What follows belongs to an exercise in optimizing a design on an open flow for small area, a short achievable clock period and few clock cycles per item; a production flow would make more cautious choices. Where RTL was checked, it was by simulation tests only, not by an equivalence proof against the original. For run 1, only the layout was checked, not whether the RTL still works.

==> flow/design.v, too long to show whole: its modules and the start of the top module <==
// module lattice_interp: 1666 lines
// module lattice_fa: 10 lines
module lattice_interp (
  input  wire        clk,
  input  wire        rst,
  input  wire        in_valid,
  input  wire [63:0] in_x,         
  output reg         in_ready,
  output reg         mem_rd,
  output reg  [16:0] mem_addr,
  input  wire [15:0] mem_rdata,    
  output reg         out_valid,
  output reg  [15:0] out_y
);
  // ...
==> flow/flow/run.sh <==
#!/bin/bash
# Standard layout, with plain buffers (buf_2) on the ports instead of the
# delay buffers the port-buffering step picks by default, and timing repair
# aiming at a shorter period than the 10 ns clock.
set -euo pipefail
bash standard.sh "BUFFER_PORTS_ARGS=-buffer_cell sky130_fd_sc_hd__buf_2" SETUP_SLACK_MARGIN=6.3 finish > standard.log 2>&1
==> flow/standard.sh <==
#!/bin/bash
# synth_recipe.tcl (not shown) runs the flow's synth.tcl, then flattens the netlist and writes it again
# the make line also repeats each setting of config.mk as NAME=value (left out here)
make -C /OpenROAD-flow-scripts/flow DESIGN_CONFIG=/design/flow/config.mk WORK_HOME=/design/flow/orfs CLKGATE_MAP_FILE= SYNTH_SCRIPT=/design/flow/synth_recipe.tcl "${@:-finish}"
==> flow/config.mk <==
export PLATFORM = sky130hd
export DESIGN_NAME = lattice_interp
export DESIGN_NICKNAME = lattice_interp
export VERILOG_FILES = /design/flow/design.v
export SDC_FILE = /design/flow/constraint.sdc
export NUM_CORES = 4
export LEC_CHECK = 0
export CAP_MARGIN = 20
export CORE_MARGIN = 2
export CORE_UTILIZATION = 40
export CTS_BUF_LIST = sky130_fd_sc_hd__clkbuf_16
export CTS_CLUSTER_DIAMETER = 80
export CTS_CLUSTER_SIZE = 25
export SLEW_MARGIN = 20
export SYNTH_HIERARCHICAL = 1
==> flow/constraint.sdc <==
create_clock -name core_clock -period 10.0 [get_ports {clk}]
set_input_delay 2.0000 -clock core_clock [delete_from_list [all_inputs] [get_ports {clk}]]
set_output_delay 2.0000 -clock core_clock [all_outputs]
set_load 0.01 [all_outputs]
==> key figures, run 1 <==
Cells and area
  – Plain + repair buffers: 197
  – Area of the multi-input gates: 13200 µm²
  – Area added between synthesis and finish: 13.3%
  – Count of clock buffers in the final design: 21
  – Max reg flops: 64
  – Fraction of area in multi-input gates: 57.5%
  – Most common library cell in the layout ignoring fill and taps: nand2_1
  – Final core utilization: a little under half

Floorplanning
  – Top-level I/O count: between 100 and 150
  – Tapcells inserted: between 600 and 700
  – Die boundary height: around 230 µm
  – Cell Rows: 82

Timing
  – Fmax: approximately 0.28 GHz
  – Unrepaired setup endpoints after global routing: yes
  – Final-report hold violation count: 0
  – Clock skew: around 27 ps
  – Final setup violation count: 0

Status
  – Status: timing/DRC/antenna clean

Run
  – Total of max-cap violations: 0

Detailed routing
  – Length of routed wiring on met1: roughly 22000 µm
  – WL met2: 23800 µm
  – First-pass DRT Iterations: 5
  – DRT antenna net count: 0

Setup path
  – WP data required: between 10000 and 15000 ps
  – Number of cells on the worst reg-to-reg path: 7
  – Critical Path Max Stage Delay: 580 ps
  – Crit path capture: accn_c[18]

Min path
  – Source of the worst hold timing path: w_reg[8]
  – Type of the worst min-delay path: flop to flop
  – WHS Endpoint: w2[8]

Yosys
  – Mux cell area share after synthesis: 1.57%
  – Top area cells in the synthesized netlist: fa_1 (28%), dfxtp_1 (20%), edfxtp_1 (12%), ha_1 (11%), nand2_1 (5.6%)
  – Largest area contributor in the netlist: fa_1
  – Simple-gate area share of the yosys netlist: roughly an eighth
  – Unique cell type count in the Yosys netlist: 73

Placed design
  – Post-place setup slack: 5950 ps
  – Final GP Congestion: just over 0.9
  – Total cell area at the placement stage: ~21000 µm²

GRT
  – GR Util All Layers: 19.4%
  – Vias in the first global route: approximately 14000
  – Met2 demand-to-capacity share in global routing: between 30 and 40%

Clocking
  – Gates resized, CTS repair: 60
==> run 2, diff against run 1 <==
--- a/flow/design.v
+++ b/flow/design.v
@@ -1,25 +1,26 @@
 module lattice_interp (
   input  wire        clk,
   input  wire        rst,
   input  wire        in_valid,
   input  wire [63:0] in_x,         
-  output reg         in_ready,
+  output wire        in_ready,
   output reg         mem_rd,
   output reg  [16:0] mem_addr,
   input  wire [15:0] mem_rdata,    
   output reg         out_valid,
   output reg  [15:0] out_y
 );
   reg  [63:0] x_r;         
   reg         act;         
   reg         lastc;       
   reg         fc;          
   reg  [3:0]  done;        
+  assign in_ready = ~act;
   wire [15:0] f0 = {x_r[11:0],  x_r[15:12]};
   wire [15:0] f1 = {x_r[27:16], x_r[31:28]};
   wire [15:0] f2 = {x_r[43:32], x_r[47:44]};
   wire [15:0] f3 = {x_r[59:48], x_r[63:60]};
   wire [15:0] ib = {x_r[63:60], x_r[47:44], x_r[31:28], x_r[15:12]};
   wire g01 = f0 >= f1, g02 = f0 >= f2, g03 = f0 >= f3;
   wire g12 = f1 >= f2, g13 = f1 >= f3, g23 = f2 >= f3;
   wire g10 = f1 >= f0, g20 = f2 >= f0, g30 = f3 >= f0;
@@ -1634,17 +1635,16 @@
     if (!act) begin
       x_r  <= in_x;
       done <= 4'd0;
     end else begin
       done <= done | top;
     end
     if (rst) begin
       act       <= 1'b0;
-      in_ready  <= 1'b1;
       lastc     <= 1'b0;
       fc        <= 1'b0;
       mem_rd    <= 1'b0;
       last1     <= 1'b0;
       last2     <= 1'b0;
       last3     <= 1'b0;
       fin       <= 1'b0;
       fin2      <= 1'b0;
@@ -1655,17 +1655,16 @@
       last2     <= last1;
       last3     <= last2;
       fin       <= last3;
       fin2      <= fin;
       out_valid <= fin2;
       fc        <= ~act & in_valid;
       lastc     <= act & ~more;
       act       <= act ? more : in_valid;
-      in_ready  <= act ? ~more : ~in_valid;
     end
   end
 endmodule
 module lattice_fa (
   input  wire a,
   input  wire b,
   input  wire c,
   output wire s,
==> flow/config.mk (replaced) <==
export PLATFORM = sky130hd
export DESIGN_NAME = lattice_interp
export DESIGN_NICKNAME = lattice_interp
export VERILOG_FILES = /design/flow/design.v
export SDC_FILE = /design/flow/constraint.sdc
export NUM_CORES = 4
export LEC_CHECK = 0
export CAP_MARGIN = 20
export CORE_MARGIN = 2
export CORE_UTILIZATION = 55
export CTS_BUF_LIST = sky130_fd_sc_hd__clkbuf_16
export CTS_CLUSTER_DIAMETER = 80
export CTS_CLUSTER_SIZE = 25
export SLEW_MARGIN = 20
export SYNTH_HIERARCHICAL = 1
==> key figures, run 2 <==
Clocking
  – Root buffer cell: clkbuf_16 (unchanged)
  – Clock insertion delay at the later pin of the skew report: 570 ps (was 560 ps)
  – Number of buffers inserted during clock tree synthesis: 21 (unchanged)
  – Sinks on the clock net: 278 (was 279)
  – Clock tree from TritonCTS: yes (unchanged)
  – Maximum count of clock buffers along a single path: 3 (unchanged)
  – Clock H-tree levels: 1 (unchanged)
  – Clock-pin slew reported for the worst setup and hold paths after clock tree synthesis: 90 ps (about the same)

Yosys
  – Largest area contributor in the netlist: fa_1 (unchanged)
  – YS warnings: 7 (unchanged)
  – Synthesized Nets: 2355 (was 2379)
  – Mux cell area share after synthesis: 1.65% (was 1.57%)
  – Area fraction in compound gates after synthesis: 7.73% (was 7.96%)
  – Count of flip-flops with a built-in enable after synthesis: 80 (unchanged)
  – Simple-gate area share of the yosys netlist: 13.0% (was 13.1%)
  – Per-instance average area after synthesis: 11.2 µm² (was 11.1 µm²)
  – Combined area of all synthesized cells: 20100 µm² (was 20300 µm²)
  – Asr flop ratio synth: 0% (unchanged)
  – FF+latch count, synth: 278 (was 279)
  – Synth Area in Adders: 40.0% (was 39.7%)
  – Count leader, synth: fa_1 (was nand2_1)
  – Gate count after technology mapping: 1801 (was 1825)
  – Proportion of netlist area held by the largest area contributor: 28.5% (was 28.2%)
  – Top cells by count, synth: fa_1 (286), nand2_1 (285), dfxtp_1 (198) (was nand2_1 (302), fa_1 (286), dfxtp_1 (199))
  – Unique cell type count in the Yosys netlist: 64 (was 73)
  – Top area cells in the synthesized netlist: fa_1 (28%), dfxtp_1 (20%), edfxtp_1 (12%), ha_1 (12%), nand2_1 (5.3%) (was fa_1 (28%), dfxtp_1 (20%), edfxtp_1 (12%), ha_1 (11%), nand2_1 (5.6%))
  – Sequential share of the synthesized area: 31.6% (was 31.5%)
  – Xor and xnor area share after synthesis: 2.44% (was 2.42%)
  – Main combinational cell family by area after synthesis: adder cells (unchanged)
  – Primary FF master, synth: dfxtp_1 (unchanged)

Timing
  – Worst Max-Slew Pin Slew: 829 ps (was 1030 ps)
  – Worst hold slack after final layout: 325 ps (was 301 ps)
  – Fmax: 0.275 GHz (was 0.276 GHz)
  – Shortest clock period the worst path allows after layout: 3630 ps (was 3620 ps)
  – Max-slew headroom: 44.7% (was 30.5%)
  – Unrepaired setup endpoints after global routing: yes (unchanged)
  – Final cycle utilization of the critical path: 36.3% (was 36.2%)
  – Final-report hold violation count: 0 (unchanged)
  – Clock skew: 30.1 ps (was 27.1 ps)
  – Final setup violation count: 0 (unchanged)
  – Setup TNS after final layout: 0 ps (unchanged)
  – Pins over their slew limit: 0 (unchanged)

Setup path
  – Cell type with the highest occurrence count on the critical path: fa_1 (unchanged)
  – Standard cell with the maximum stage delay on the critical path: fa_1 (unchanged)
  – Critical Path AT: 4080 ps (was 4050 ps)
  – Critical Path Max Stage Delay: 540 ps (was 580 ps)
  – Crit-path max FO: 5 (was 15)
  – Setup slack of the most critical reg-to-reg path: 6370 ps (was 6380 ps)
  – Crit path capture type: flop (unchanged)
  – Crit Path Class: flop to flop (unchanged)
  – WP data required: 10450 ps (was 10430 ps)
  – Number of cells on the worst reg-to-reg path: 13 (was 7)
  – Reg2reg start: x_r[30] (was rd_r[6])
  – End of the worst register-to-register path: mem_addr[16] (was accn_c[18])
  – CP startpoint kind: flop (unchanged)
  – Cell chain of the critical path: fa_1, fa_1, mux2_4, ha_4, nor2b_1, o21ai_1, a21boi_2, o211ai_1, a31oi_2, a31o_2, nand3_2, xor2_1, mux2i_1 (was nand2_1, fa_1, fa_1, fa_1, fa_1, fa_1, fa_1)

Detailed routing
  – Wire length per cell after detailed routing: 20.0 µm (was 19.2 µm)
  – Vias: 13503 (was 13881)
  – Avg Vias per Cell: 5.59 (was 5.25)
  – First-pass DRT Iterations: 5 (unchanged)
  – 1st-iter DRT viols: 689 (was 1059)
  – DRT antenna net count: 0 (unchanged)
  – Final WL: 48400 µm (was 50700 µm)
  – DRC violation count after routing: 0 (unchanged)

Cells and area
  – Post-layout nets: 2488 (was 2513)
  – Largest registers: x_r x64, accn_c x32, accn_s x32 (unchanged)
  – Fraction of layout instances using a drive strength above 1: 19.5% (was 19.2%)
  – Most common library cell in the layout ignoring fill and taps: nand2_1 (unchanged)
  – N_diodes: 0 (unchanged)
  – Area of all placed cells without fillers: 22400 µm² (was 23000 µm²)
  – Most flops, register: x_r (unchanged)
  – Area of the multi-input gates: 13100 µm² (was 13200 µm²)
  – Most frequent cells in the layout: nand2_1 (285), fa_1 (283), ha_1 (183) (was nand2_1 (302), fa_1 (284), ha_1 (184))
  – Max reg flops: 64 (unchanged)
  – Area added between synthesis and finish: 11.5% (was 13.3%)
  – Register Area: 6480 µm² (was 6510 µm²)
  – Number of fill cells in the layout: 2989 (was 4714)

Placed design
  – PortBufs: 118 (unchanged)
  – Total cell area at the placement stage: 21000 µm² (was 21400 µm²)
  – Total half-perimeter wirelength after legalization and detailed placement: 37800 µm (was 39100 µm)
  – Final GP Congestion: 0.903 (was 0.935)

Status
  – Status: timing/DRC/antenna clean (unchanged)

Floorplanning
  – DIE AREA: 38100 µm² (was 52500 µm²)
  – Cell Rows: 70 (was 82)
  – Horizontal extent of the die: 195 µm (was 229 µm)
  – Effective utilization at floorplan: 55.4% (was 40.5%)
  – Die boundary height: 195 µm (was 229 µm)
  – Top-level I/O count: 119 (unchanged)
  – Core box area: 36300 µm² (was 50100 µm²)

GRT
  – Vias in the first global route: 14335 (was 14379)
  – GRT overflow: 0 (unchanged)
  – Initial antenna violation count: 0 (was 2)
  – GR Util All Layers: 26.3% (was 19.4%)
  – Global-route wire length before repair: 77500 µm (was 80200 µm)
  – Largest net degree at the start of global routing: 68 (was 71)

Min path
  – WHS Endpoint: w2[1] (was w2[8])
  – Source of the worst hold timing path: w_reg[1] (was w_reg[8])
  – Cell depth of the worst min-delay path: 0 (unchanged)
  – Type of the worst min-delay path: flop to flop (unchanged)

Run
  – Total of max-cap violations: 0 (unchanged)
-- run 2: how the worst max path moves through the flow --
stage / start / end / slack (ps) / cells past startpoint
2_1_floorplan: rd_r[10] / accn_c[18] / 6240 / 9
3_3_place_gp: x_r[46] / mem_addr[9] / 5990 / 14
3_5_place_dp: x_r[46] / mem_addr[9] / 5940 / 14
4_1_cts: w2[9] / accn_c[18] / 6260 / 7
5_1_grt: x_r[46] / mem_addr[16] / 6250 / 13
6_report: x_r[30] / mem_addr[16] / 6370 / 13
-- run 2: worst max-delay path: cells and delay by family, from the launching register on --
kind	cells	cell delay, ps
fa+ha+maj	3	1240
mux	2	390
simple gates	2	210
xor+xnor	1	140
compound gates	5	1080
flops	1	460
-- run 2: cell type report --
cell class	count	area share (%)
tap	468	2.61
multi-input combinational	1337	58.3
clock buffer	21	2.34
clock inverter	17	0.736
timing repair buffer	196	5.42
inverter	100	1.69
sequential	278	28.9
-- run 2: metrics by stage --
stage | utilization (%) | std cells | setup WS [ps]
floorplan | - | 1801 | 6240
detailed placement | 57.8 | 2306 | 5940
CTS | 60.1 | 2357 | 6260
finish | 61.7 | 2417 | 6370
global placement | 57.8 | 2306 | 5990
global route | 61.7 | 2417 | 6250
-- run 2: cells by family after synthesis --
family / after synthesis
compound gates: 221
xor+xnor: 56
fa+ha+maj: 471
buf+inv: 186
flops: 278
mux: 30
simple gates: 559
-- run 2: routing by layer --
| layer | track usage [%] | wire length [µm] |
|---|---|---|
| met1 | 33.7 | 19800 |
| met2 | 46.5 | 24400 |
| met3 | 3.83 | 2700 |
| met4 | 7.77 | 1470 |
| met5 | 0 | 0 |
-- run 2: timing repair --
action,in CTS,in global routing
pin swaps,0,10
cloned,0,0
buffers inserted,13,60
hold buffers,0,0
setup endpoints to repair,26,25
resized for setup,49,36
-- run 2: Yosys stat by module (local to each module, per instance) --
module,cells,copies in the design,flip-flops and latches
lattice_fa,1,271,0
lattice_interp,1530,1,278
Testbench counts of run 2, summed over its fixed seeds: cycles 9,405, items 2,048.
==> run 3, diff against run 2 <==
==> flow/flow/run.sh (replaced) <==
#!/bin/bash
# Standard layout, with plain buffers (buf_2) on the ports instead of the
# delay buffers the port-buffering step picks by default.
set -euo pipefail
bash standard.sh "BUFFER_PORTS_ARGS=-buffer_cell sky130_fd_sc_hd__buf_2" finish > standard.log 2>&1
--- a/flow/config.mk
+++ b/flow/config.mk
@@ -7,9 +7,7 @@
 export LEC_CHECK = 0
 export CAP_MARGIN = 20
 export CORE_MARGIN = 2
-export CORE_UTILIZATION = 55
-export CTS_BUF_LIST = sky130_fd_sc_hd__clkbuf_16
-export CTS_CLUSTER_DIAMETER = 80
-export CTS_CLUSTER_SIZE = 25
+export CORE_UTILIZATION = 40
+export CTS_BUF_LIST = sky130_fd_sc_hd__clkbuf_4
 export SLEW_MARGIN = 20
 export SYNTH_HIERARCHICAL = 1
==> key figures, run 3 <==
Timing
  – Pins over their slew limit: 0 (unchanged)
  – Max-slew headroom: 41.3% (was 44.7%)
  – Clock skew: 33.9 ps (was 30.1 ps)
  – Worst hold slack after final layout: 320 ps (was 325 ps)
  – Final cycle utilization of the critical path: 41.0% (was 36.3%)
  – Worst Max-Slew Pin Slew: 879 ps (was 829 ps)
  – Final setup violation count: 0 (unchanged)
  – Fmax: 0.244 GHz (was 0.275 GHz)
  – Smallest setup slack after layout: 5900 ps (was 6370 ps)
  – Shortest clock period the worst path allows after layout: 4100 ps (was 3630 ps)
  – Final-report hold violation count: 0 (unchanged)
  – Setup TNS after final layout: 0 ps (unchanged)
  – Unrepaired setup endpoints after global routing: no (was yes)

Detailed routing
  – DRC violation count after routing: 0 (unchanged)
  – Wire length per cell after detailed routing: 18.8 µm (was 20.0 µm)
  – Vias: 13776 (was 13503)
  – Avg Vias per Cell: 5.20 (was 5.59)
  – 1st-iter DRT viols: 727 (was 689)
  – Final WL: 49800 µm (was 48400 µm)
  – DRT antenna net count: 0 (unchanged)
  – First-pass DRT Iterations: 5 (unchanged)

Yosys
  – Proportion of netlist area held by the largest area contributor: 28.5% (unchanged)
  – Gate count after technology mapping: 1801 (unchanged)
  – Asr flop ratio synth: 0% (unchanged)
  – Per-instance average area after synthesis: 11.2 µm² (unchanged)
  – Count of flip-flops with a built-in enable after synthesis: 80 (unchanged)
  – FF+latch count, synth: 278 (unchanged)
  – Synthesized Nets: 2355 (unchanged)
  – Largest area contributor in the netlist: fa_1 (unchanged)
  – Count leader, synth: fa_1 (unchanged)
  – YS warnings: 7 (unchanged)
  – Top cells by count, synth: fa_1 (286), nand2_1 (285), dfxtp_1 (198) (unchanged)
  – Unique cell type count in the Yosys netlist: 64 (unchanged)
  – Top area cells in the synthesized netlist: fa_1 (28%), dfxtp_1 (20%), edfxtp_1 (12%), ha_1 (12%), nand2_1 (5.3%) (unchanged)
  – Primary FF master, synth: dfxtp_1 (unchanged)
  – Sequential share of the synthesized area: 31.6% (unchanged)
  – Combined area of all synthesized cells: 20100 µm² (unchanged)

Clocking
  – Maximum count of clock buffers along a single path: 3 (unchanged)
  – Number of buffers inserted during clock tree synthesis: 81 (was 21)
  – Sinks on the clock net: 278 (unchanged)
  – Hold bufs inserted after CTS: 0 (unchanged)
  – Clock-pin slew reported for the worst setup and hold paths after clock tree synthesis: 60 ps (was 90 ps)
  – Clock tree from TritonCTS: yes (unchanged)
  – Gates resized, CTS repair: 0 (was 49)
  – Setup fix buffers added after clock tree synthesis: 0 (was 13)
  – Root buffer cell: clkbuf_4 (was clkbuf_16)
  – Clock insertion delay at the later pin of the skew report: 810 ps (was 570 ps)
  – Clock H-tree levels: 3 (was 1)

Floorplanning
  – Effective utilization at floorplan: 40.4% (was 55.4%)
  – Cell Rows: 82 (was 70)
  – DIE AREA: 52100 µm² (was 38100 µm²)
  – Top-level I/O count: 119 (unchanged)
  – Core box area: 49900 µm² (was 36300 µm²)
  – Die boundary height: 228 µm (was 195 µm)
  – Horizontal extent of the die: 228 µm (was 195 µm)

Setup path
  – Crit-path max FO: 16 (was 5)
  – WP data required: 10650 ps (was 10450 ps)
  – Critical Path AT: 4750 ps (was 4080 ps)
  – CP startpoint kind: flop (unchanged)
  – Cell type with the highest occurrence count on the critical path: fa_1 (unchanged)
  – Gate family responsible for the most delay along the worst path: adder cells (unchanged)
  – Standard cell with the maximum stage delay on the critical path: dfxtp_1 (was fa_1)
  – Crit path capture type: flop (unchanged)
  – Cell chain of the critical path: nand2_1, fa_1, fa_1, fa_1, fa_1, fa_1, fa_1 (was fa_1, fa_1, mux2_4, ha_4, nor2b_1, o21ai_1, a21boi_2, o211ai_1, a31oi_2, a31o_2, nand3_2, xor2_1, mux2i_1)
  – Buffering stage count on the worst path with inverters included: 0 (unchanged)
  – Crit Path Class: flop to flop (unchanged)
  – Critical Path Max Stage Delay: 860 ps (was 540 ps)

Cells and area
  – Most frequent cells in the layout: fa_1 (286), nand2_1 (285), dfxtp_1 (198) (was nand2_1 (285), fa_1 (283), ha_1 (183))
  – Largest registers: x_r x64, accn_c x32, accn_s x32 (unchanged)
  – Fraction of layout instances using a drive strength above 1: 18.0% (was 19.5%)
  – Post-layout nets: 2475 (was 2488)
  – Max reg flops: 64 (unchanged)
  – Most flops, register: x_r (unchanged)
  – Most common library cell in the layout ignoring fill and taps: fa_1 (was nand2_1)
  – Area added between synthesis and finish: 10.7% (was 11.5%)

Status
  – Status: timing/DRC/antenna clean (unchanged)

GRT
  – Vias in the first global route: 15005 (was 14335)
  – Global-route wire length before repair: 80600 µm (was 77500 µm)
  – GR Util All Layers: 19.9% (was 26.3%)
  – GRT overflow: 0 (unchanged)
  – Initial antenna violation count: 2 (was 0)
  – Largest net degree at the start of global routing: 68 (unchanged)

Placed design
  – Post-place setup slack: 5940 ps (about the same)
  – Total half-perimeter wirelength after legalization and detailed placement: 38300 µm (was 37800 µm)
  – PortBufs: 118 (unchanged)
  – Final GP Congestion: 0.895 (was 0.903)

Min path
  – Type of the worst min-delay path: flop to flop (unchanged)

Run
  – Total of max-cap violations: 0 (unchanged)
==> run 3: cell counts after synthesis <==
No cell type changed its count.
==> run 3: kinds of logic after synthesis <==
family	share of synthesized area (%)
mux	1.65
buf+inv	3.59
xor+xnor	2.44
fa+ha+maj	40.0
simple gates	13.0
compound gates	7.74
flops	31.6
==> run 3: metrics by stage <==
stage                     util [%]  cells  instance area [µm²]
after detailed placement      42.6   2510                21200
after CTS                     44.7   2647                22300
after floorplan                  -   1801                20100
after global routing          44.7   2648                22300
final                         44.7   2648                22300
after global placement        42.6   2510                21200
==> run 3: per-layer routing <==
metal	global-route usage [%]	part of all wire (%)
met5	0	0.034
met4	8.21	3.3
met3	5.00	6.7
met2	32.8	48
met1	24.9	42
==> run 3: cell type report <==
type                       count  area [µm²]
fill                        4753       27600
clock buffer                 118         886
clock inverter                19         140
multi-input combinational   1337       13000
antenna                        1        2.50
inverter                     100         375
timing repair buffer         123         628
tap                          672         841
sequential                   278        6370
==> run 3: worst paths after layout <==
kind,startpoint,to,slack [ps],cells after the start
min,w_reg[10],w2[10],320,0
min reg2reg,w_reg[10],w2[10],320,0
max reg2reg,rd_r[11],accn_c[18],5900,7
max,rd_r[11],accn_c[18],5900,7
==> run 3: modules after synthesis, one instance, submodules excluded <==
module          cells  flip-flops and latches  cell area, µm²
lattice_fa          1                       0            20.0
lattice_interp   1530                     278           14700

-- afterwards: timing with drivers on the ports --
How much do the figures lean on ideal ports? The routed layouts below were timed once more, with nothing changed but the port constraints.
Step 1 assumes that a clkbuf_16 drives the clock port and a buf_2 every other input.
Step 2, shift: input delay + t, output delay - t, t = (earliest + latest rising clock arrival at the registers) / 2. This alone moves slack from input paths to output paths.
Slacks: ideal ports / drivers / drivers and shift; pairs: ideal ports / drivers.
run	t (ns)	slack for setup (ns)	clock arrival spread, ns	cell pins on the clock port's net
run 1	0.597	6.380 / 6.380 / 6.380	0.028 / 0.027	1
run 2	0.607	6.369 / 6.369 / 6.369	0.031 / 0.031	1
run 3	0.845	5.901 / 5.901 / 5.901	0.051 / 0.051	1
After both steps setup and hold are still met in every run listed.
